Background: an optimization exercise with open tools, aiming at small area, a short achievable clock period and few clock cycles per item. Do not read the settings as production practice. Only simulation tests tie the RTL to the original design; equivalence was not proved. Power and IR drop assume default switching activity.

==> inputs of v25 <==
// freq_regress
module freq_regress (
    input  wire        clk,
    input  wire        rst,           
    input  wire        start,         
    input  wire [29:0] p_nom,         
    input  wire        stamp_valid,
    input  wire [39:0] stamp,         
    input  wire        stamp_last,    
    output wire        stamp_ready,
    output wire        busy,
    output wire        done,          
    output wire        ok,            
    output wire [5:0]  kept,          
    output wire [47:0] period_q,      
    output wire [55:0] anchor_q,      
    output wire [31:0] freq           
);
    localparam [1:0] I_IDLE = 2'd0, I_RUN = 2'd1, I_PROD = 2'd2, I_HAND = 2'd3;
    localparam [1:0] M_NORM = 2'd0, M_SLOW = 2'd1, M_ADV = 2'd2;
    localparam [1:0] D_IDLE = 2'd0, D_RUN = 2'd1, D_FIN = 2'd2, D_DONE = 2'd3;
    localparam [1:0] O_NONE = 2'd0, O_FIRST = 2'd1, O_STEP = 2'd2, O_KEEP = 2'd3;
    reg  [1:0]  ist;
    reg         busy_r, rdy_r;
    reg  [29:0] p;
  ...
clock: 14.0 ns
lec_check: 0
cap_margin: 20
core_margin: 2
core_utilization: 40
slew_margin: 20
run.sh (not shown) runs the stock make flow with config.mk's settings and CLKGATE_MAP_FILE= SYNTH_SCRIPT=/design/flow/synth_recipe.tcl, a recipe that flattens the netlist after the stock synthesis.
==> v3: changes against v25 <==
--- a/flow/design.v
+++ b/flow/design.v
@@ -32,45 +32,46 @@
     output wire [5:0]  kept,          
     output wire [47:0] period_q,      
     output wire [55:0] anchor_q,      
     output wire [31:0] freq           
 );
     localparam [1:0] I_IDLE = 2'd0, I_RUN = 2'd1, I_PROD = 2'd2, I_HAND = 2'd3;
     localparam [1:0] M_NORM = 2'd0, M_SLOW = 2'd1, M_ADV = 2'd2;
     localparam [1:0] D_IDLE = 2'd0, D_RUN = 2'd1, D_FIN = 2'd2, D_DONE = 2'd3;
-    localparam [1:0] O_NONE = 2'd0, O_FIRST = 2'd1, O_STEP = 2'd2, O_KEEP = 2'd3;
+    localparam [2:0] O_NONE = 3'd0, O_FIRST = 3'd1, O_STEP = 3'd2, O_KEEP = 3'd3,
+                     O_KEEP2 = 3'd7;
     reg  [1:0]  ist;
     reg         busy_r, rdy_r;
     reg  [29:0] p;
     reg  [31:0] p3;             
     reg  [32:0] p5;             
     reg  [5:0]  nrecv;          
     reg         got_last;
     reg         hv, tv;         
     reg  [39:0] hs, ts;
     reg         have0;          
     reg  [39:0] s0;             
     reg  [35:0] tlo, thi;       
     reg  [1:0]  mode;
     reg  [9:0]  mcnt;
     reg  [35:0] u;              
-    reg  [1:0]  op;             
+    reg  [2:0]  op;             
     reg  [31:0] sp;             
     reg  [5:0]  K;
     reg  [9:0]  nc;
     reg  [15:0] Sn, A1;         
     reg  [21:0] Gp;
     reg  [23:0] A2;
     reg  [28:0] D;
     reg  [37:0] Ssk;
     reg  [47:0] B1k;
     reg  [3:0]  j;
-    reg  [51:0] accP;
-    reg  [61:0] accA;
+    reg  [51:0] accP, cryP;     
+    reg  [61:0] accA, cryA;
     assign busy        = busy_r;
     assign stamp_ready = rdy_r;
     wire [40:0] sdiff = {1'b0, hs} - {1'b0, s0};
     wire        excl  = sdiff[40] | (|sdiff[39:32]);
     wire [35:0] wlo   = {hs[33:0], 2'b00} - tlo;
     wire [35:0] whi   = {hs[33:0], 2'b00} - thi;
     wire        lo_ok = ~wlo[35];
     wire        hi_ok = whi[35];
@@ -80,39 +81,70 @@
     wire        shi   = uhi4[35];
     wire [35:0] tlo_k = {hs[33:0], 2'b00} + {4'd0, p3};
     wire [35:0] thi_k = {hs[33:0], 2'b00} + {3'd0, p5};
     wire ev     = (ist == I_RUN) & hv;
     wire n_excl = (mode == M_NORM) & (excl | ~lo_ok);
     wire n_keep = (mode == M_NORM) & ~excl & lo_ok & hi_ok;
     wire n_slow = (mode == M_NORM) & ~excl & lo_ok & ~hi_ok;
     wire s_excl = (mode == M_SLOW) & ~slo;
-    wire s_adv  = (mode == M_SLOW) & slo & shi;
+    wire s_adv  = (mode == M_SLOW) & slo & shi;     
+    wire s_keep = s_adv & (mcnt == 10'd1);
     wire s_more = (mode == M_SLOW) & slo & ~shi;
-    wire a_step = (mode == M_ADV) & (mcnt != 10'd0);
-    wire a_keep = (mode == M_ADV) & (mcnt == 10'd0);
+    wire a_step = (mode == M_ADV) & (mcnt != 10'd1);
+    wire a_keep = (mode == M_ADV) & (mcnt == 10'd1);
     wire do_first = ev & ~have0;
-    wire do_keep  = ev & have0 & (n_keep | a_keep);
-    wire pop      = ev & (~have0 | n_excl | n_keep | s_excl | a_keep);
+    wire do_keep  = ev & have0 & (n_keep | s_keep | a_keep);
+    wire pop      = ev & (~have0 | n_excl | n_keep | s_excl | s_keep | a_keep);
     wire take     = rdy_r & stamp_valid;
     wire push     = take & (nrecv != 6'd32);
     wire last_n   = got_last | (take & stamp_last);
     wire hv_n     = pop ? (tv | push) : (hv | push);
     wire tv_n     = pop ? (tv & push) : (tv | (hv & push));
     wire run_end  = (ist == I_RUN) & got_last & ~hv & ~tv;
     wire go       = (ist == I_IDLE) & start;
     wire div_free;
     wire hand     = (ist == I_HAND) & div_free;
     wire        ps   = (j < 4'd8);           
     wire [1:0]  d_k  = (j == 4'd2) ? K[5:4] : (j == 4'd1) ? K[3:2] :
                        (j == 4'd0) ? K[1:0] : 2'b00;
     wire [1:0]  d_sn = ps ? Sn[15:14] : 2'b00;
     wire [1:0]  d_a1 = ps ? A1[15:14] : 2'b00;
     wire [1:0]  d_gp = Gp[21:20];
-    wire [23:0] a2s  = A2 + {8'd0, A1[14:0], 1'b0} + {18'd0, K};    
+    wire        dbl  = op[2];
+    wire [23:0] a2x  = dbl ? {7'd0, A1[14:0], 2'b00} : {8'd0, A1[14:0], 1'b0};
+    wire [23:0] a2k  = dbl ? {16'd0, K, 2'b00} : {18'd0, K};
+    wire [23:0] a2s  = A2 + a2x + a2k;
+    wire [28:0] D_k  = D + {5'd0, A2} + {5'd0, a2x} + {5'd0, a2k};
+    wire [51:0] pP1 = d_a1[0] ? {14'd0, Ssk} : 52'd0;
+    wire [51:0] pP2 = d_a1[1] ? {13'd0, Ssk, 1'b0} : 52'd0;
+    wire [51:0] pP3 = ~(d_k[0] ? {4'd0, B1k} : 52'd0);
+    wire [51:0] pP4 = ~(d_k[1] ? {3'd0, B1k, 1'b0} : 52'd0);
+    wire [51:0] pPa = {accP[49:0], 2'b00}, pPb = {cryP[49:0], 2'b00};
+    wire [51:0] xP1 = pPa ^ pPb ^ pP1;
+    wire [51:0] yP1 = {(pPa[50:0] & pPb[50:0]) | (pPa[50:0] & pP1[50:0]) | (pPb[50:0] & pP1[50:0]), 1'b1};
+    wire [51:0] xP2 = pP2 ^ pP3 ^ pP4;
+    wire [51:0] yP2 = {(pP2[50:0] & pP3[50:0]) | (pP2[50:0] & pP4[50:0]) | (pP3[50:0] & pP4[50:0]), 1'b1};
+    wire [51:0] xP3 = xP1 ^ yP1 ^ xP2;
+    wire [51:0] yP3 = {(xP1[50:0] & yP1[50:0]) | (xP1[50:0] & xP2[50:0]) | (yP1[50:0] & xP2[50:0]), 1'b0};
+    wire [51:0] sP  = xP3 ^ yP3 ^ yP2;
+    wire [51:0] cP  = {(xP3[50:0] & yP3[50:0]) | (xP3[50:0] & yP2[50:0]) | (yP3[50:0] & yP2[50:0]), 1'b0};
+    wire [61:0] pA1 = d_sn[0] ? {14'd0, B1k} : 62'd0;
+    wire [61:0] pA2 = d_sn[1] ? {13'd0, B1k, 1'b0} : 62'd0;
+    wire [61:0] pA3 = ~(d_gp[0] ? {24'd0, Ssk} : 62'd0);
+    wire [61:0] pA4 = ~(d_gp[1] ? {23'd0, Ssk, 1'b0} : 62'd0);
+    wire [61:0] pAa = {accA[59:0], 2'b00}, pAb = {cryA[59:0], 2'b00};
+    wire [61:0] xA1 = pAa ^ pAb ^ pA1;
+    wire [61:0] yA1 = {(pAa[60:0] & pAb[60:0]) | (pAa[60:0] & pA1[60:0]) | (pAb[60:0] & pA1[60:0]), 1'b1};
+    wire [61:0] xA2 = pA2 ^ pA3 ^ pA4;
+    wire [61:0] yA2 = {(pA2[60:0] & pA3[60:0]) | (pA2[60:0] & pA4[60:0]) | (pA3[60:0] & pA4[60:0]), 1'b1};
+    wire [61:0] xA3 = xA1 ^ yA1 ^ xA2;
+    wire [61:0] yA3 = {(xA1[60:0] & yA1[60:0]) | (xA1[60:0] & xA2[60:0]) | (yA1[60:0] & xA2[60:0]), 1'b0};
+    wire [61:0] sA  = xA3 ^ yA3 ^ yA2;
+    wire [61:0] cA  = {(xA3[60:0] & yA3[60:0]) | (xA3[60:0] & yA2[60:0]) | (yA3[60:0] & yA2[60:0]), 1'b0};
     always @(posedge clk) begin
         p3 <= {1'b0, p, 1'b0} + {2'b00, p};
         p5 <= {1'b0, p, 2'b00} + {3'b000, p} + 33'd1;
         if (rst) begin
             ist      <= I_IDLE;
             busy_r   <= 1'b0;
             rdy_r    <= 1'b0;
             hv       <= 1'b0;
@@ -128,31 +160,27 @@
                 got_last <= 1'b0;
                 have0    <= 1'b0;
                 mode     <= M_NORM;
                 busy_r   <= 1'b1;
                 ist      <= I_RUN;
             end
             I_RUN: if (run_end) begin
                 accP <= 52'd0;
+                cryP <= 52'd0;
                 accA <= 62'd0;
+                cryA <= 62'd0;
                 j    <= 4'd10;
                 ist  <= I_PROD;
             end
             I_PROD: begin
-                accP <= {accP[49:0], 2'b00}
-                        + (d_a1[0] ? {14'd0, Ssk} : 52'd0)
-                        + (d_a1[1] ? {13'd0, Ssk, 1'b0} : 52'd0)
-                        - (d_k[0] ? {4'd0, B1k} : 52'd0)
-                        - (d_k[1] ? {3'd0, B1k, 1'b0} : 52'd0);
-                accA <= {accA[59:0], 2'b00}
-                        + (d_sn[0] ? {14'd0, B1k} : 62'd0)
-                        + (d_sn[1] ? {13'd0, B1k, 1'b0} : 62'd0)
-                        - (d_gp[0] ? {24'd0, Ssk} : 62'd0)
-                        - (d_gp[1] ? {23'd0, Ssk, 1'b0} : 62'd0);
+                accP <= sP;
+                cryP <= cP;
+                accA <= sA;
+                cryA <= cA;
                 j    <= j - 4'd1;
                 if (j == 4'd0) ist <= I_HAND;
             end
             I_HAND: if (div_free) begin
                 busy_r <= 1'b0;
                 ist    <= I_IDLE;
             end
             endcase
@@ -185,52 +213,52 @@
                         mcnt <= 10'd1;
                         mode <= M_SLOW;
                     end
                     if (s_more) begin
                         u    <= ulo4;
                         mcnt <= mcnt + 10'd1;
                     end
                     if (s_excl) mode <= M_NORM;
-                    if (s_adv) mode <= M_ADV;
+                    if (s_adv & ~s_keep) mode <= M_ADV;
                     if (a_step) begin
                         mcnt <= mcnt - 10'd1;
                         op   <= O_STEP;
                     end
                     if (do_keep) begin
                         mode <= M_NORM;
                         tlo  <= tlo_k;
                         thi  <= thi_k;
-                        op   <= O_KEEP;
+                        op   <= n_keep ? O_KEEP : O_KEEP2;
                     end
                 end
             end
             case (op)
             O_FIRST: begin
                 K   <= 6'd1;
                 nc  <= 10'd0;
                 Sn  <= 16'd0;
                 A1  <= 16'd0;
                 A2  <= 24'd0;
                 D   <= 29'd0;
                 Gp  <= 22'd0;
                 Ssk <= 38'h1_0000_0000;
                 B1k <= 48'd0;
             end
-            O_STEP, O_KEEP: begin
-                B1k <= B1k + {10'd0, Ssk};
-                Gp  <= Gp + {6'd0, Sn};
-                A1  <= A1 + {10'd0, K};
+            O_STEP, O_KEEP, O_KEEP2: begin
+                B1k <= B1k + (dbl ? {9'd0, Ssk, 1'b0} : {10'd0, Ssk});
+                Gp  <= Gp + (dbl ? {5'd0, Sn[14:0], 1'b0} : {6'd0, Sn});
+                A1  <= A1 + (dbl ? {9'd0, K, 1'b0} : {10'd0, K});
                 A2  <= a2s;
-                nc  <= nc + 10'd1;
-                if (op == O_KEEP) begin
+                nc  <= nc + {8'd0, dbl, ~dbl};
+                if (op != O_STEP) begin
                     K   <= K + 6'd1;
-                    Sn  <= Sn + {6'd0, nc} + 16'd1;
+                    Sn  <= Sn + {6'd0, nc} + {14'd0, dbl, ~dbl};
                     Ssk <= Ssk + {5'd0, 1'b1, sp};
-                    D   <= D + {5'd0, a2s};
+                    D   <= D_k;
                 end
             end
             default: begin
                 if (ist == I_PROD) begin
                     if (ps) Sn <= {Sn[13:0], 2'b00};
                     if (ps) A1 <= {A1[13:0], 2'b00};
                     Gp <= {Gp[19:0], 2'b00};
                 end
@@ -254,16 +282,18 @@
     assign ok       = okd;
     assign kept     = keptd;
     assign period_q = RP[47:0];
     assign anchor_q = RA[55:0];
     assign freq     = RF[31:0];
     wire [28:0] rp2, ra2;
     wire [51:0] rf2;
     wire [1:0]  qp, qa, qf;
+    wire [51:0] Np  = accP + cryP;
+    wire [61:0] Nap = accA + cryA;
     fr_div #(.W(29)) u_p (.rem(RP[78:50]), .b1(RP[49]), .b0(RP[48]), .dv(dD),
                           .dv3(dD3), .rem_o(rp2), .q(qp));
     fr_div #(.W(29)) u_a (.rem(RA[78:50]), .b1(RA[49]), .b0(RA[48]), .dv(dD),
                           .dv3(dD3), .rem_o(ra2), .q(qa));
     fr_div #(.W(52)) u_f (.rem(RF[83:32]), .b1(RF[31]), .b0(RF[30]), .dv(dNp),
                           .dv3(dNp3), .rem_o(rf2), .q(qf));
     wire [54:0] fv    = RF[83:29];
     wire [54:0] fv25  = fv + {fv[51:0], 3'b000} + {fv[50:0], 4'b0000};
@@ -275,29 +305,29 @@
         if (rst) begin
             dst  <= D_IDLE;
             donr <= 1'b0;
         end else begin
             donr <= 1'b0;
             if (hand) begin
                 dD    <= D;
                 dD3   <= {D, 1'b0} + {2'b00, D};
-                dNp   <= accP;
-                dNp3  <= {accP, 1'b0} + {2'b00, accP};
-                RP    <= {8'd0, accP, 19'd0};
-                RA    <= {accA, 17'd0};
+                dNp   <= Np;
+                RP    <= {8'd0, Np, 19'd0};
+                RA    <= {Nap, 17'd0};
                 RF    <= {26'd0, D, 29'd0};
                 s0d   <= s0;
                 keptd <= K;
                 okd   <= (K >= 6'd2);
                 dcnt  <= 5'd0;
                 dst   <= D_RUN;
             end else begin
                 case (dst)
                 D_RUN: begin
+                    if (dcnt == 5'd0) dNp3 <= {dNp, 1'b0} + {2'b00, dNp};
                     RP   <= {rp2, RP[47:0], qp};
                     RA   <= {ra2, RA[47:0], qa};
                     if (dcnt < 5'd5)
                         RF[83:29] <= fv25;
                     else if (dcnt == 5'd5)
                         RF[83:29] <= fv5;
                     else if (dcnt < 5'd22)
                         RF <= {rf2, RF[29:0], qf};
==> notes <==
Worst hold slack: v25 is worse than v3 (0.0061 ns). Of v25 and v3, v3 has the higher cell count (gap 6.3%, measured against v3). Between v3 and v25, the lower first-iteration DRC count is in v3 (gap 11%, measured against v25). Between v25 and v3, the lower fmax is in v25 (gap about 18%, measured against v3). In v25 the clock skew is lower than in v3, by 0.029 ns. In v3 the flip-flop and latch count is higher than in v25, by 114. Of v25 and v3, v3 has the higher combinational power (gap about 3%, measured against v3).
Testbench counts of v25, summed over its fixed seeds: cycles 22,169, gates 720.
Testbench counts of v3, summed over its fixed seeds: cycles 21,514, gates 720.

what the ideal ports hide:
The results above use ideal ports. As a check the final layouts listed here were re-extracted and re-timed, cells and wires unchanged. Step 1, drivers: a clkbuf_16 drives clk and a buf_2 each remaining input, both assumed. Step 2 moves the port delays by t, midway between the first and last clock arrival at a register: inputs arrive t later, outputs are due t later. That takes back most of the time a late clock gives input paths. Slacks: ideal / step 1 / step 2; pairs: ideal / step 1.
run | shift t [ns] | setup WS [ns] | worst hold slack (ns) | worst setup path at the end | cell pins on the clock port's net
v25 | 0.903 | 6.582 / 6.582 / 6.582 | 0.402 / 0.402 / 0.402 | register to register | 1
v3 | 0.930 | 7.905 / 7.905 / 7.638 | 0.409 / 0.409 / 0.409 | input to register | 1
After both steps setup and hold are still met in every run listed. The setup slack of v3, which loses most, moves by 0.000 ns with the drivers and by -0.267 ns with both steps.
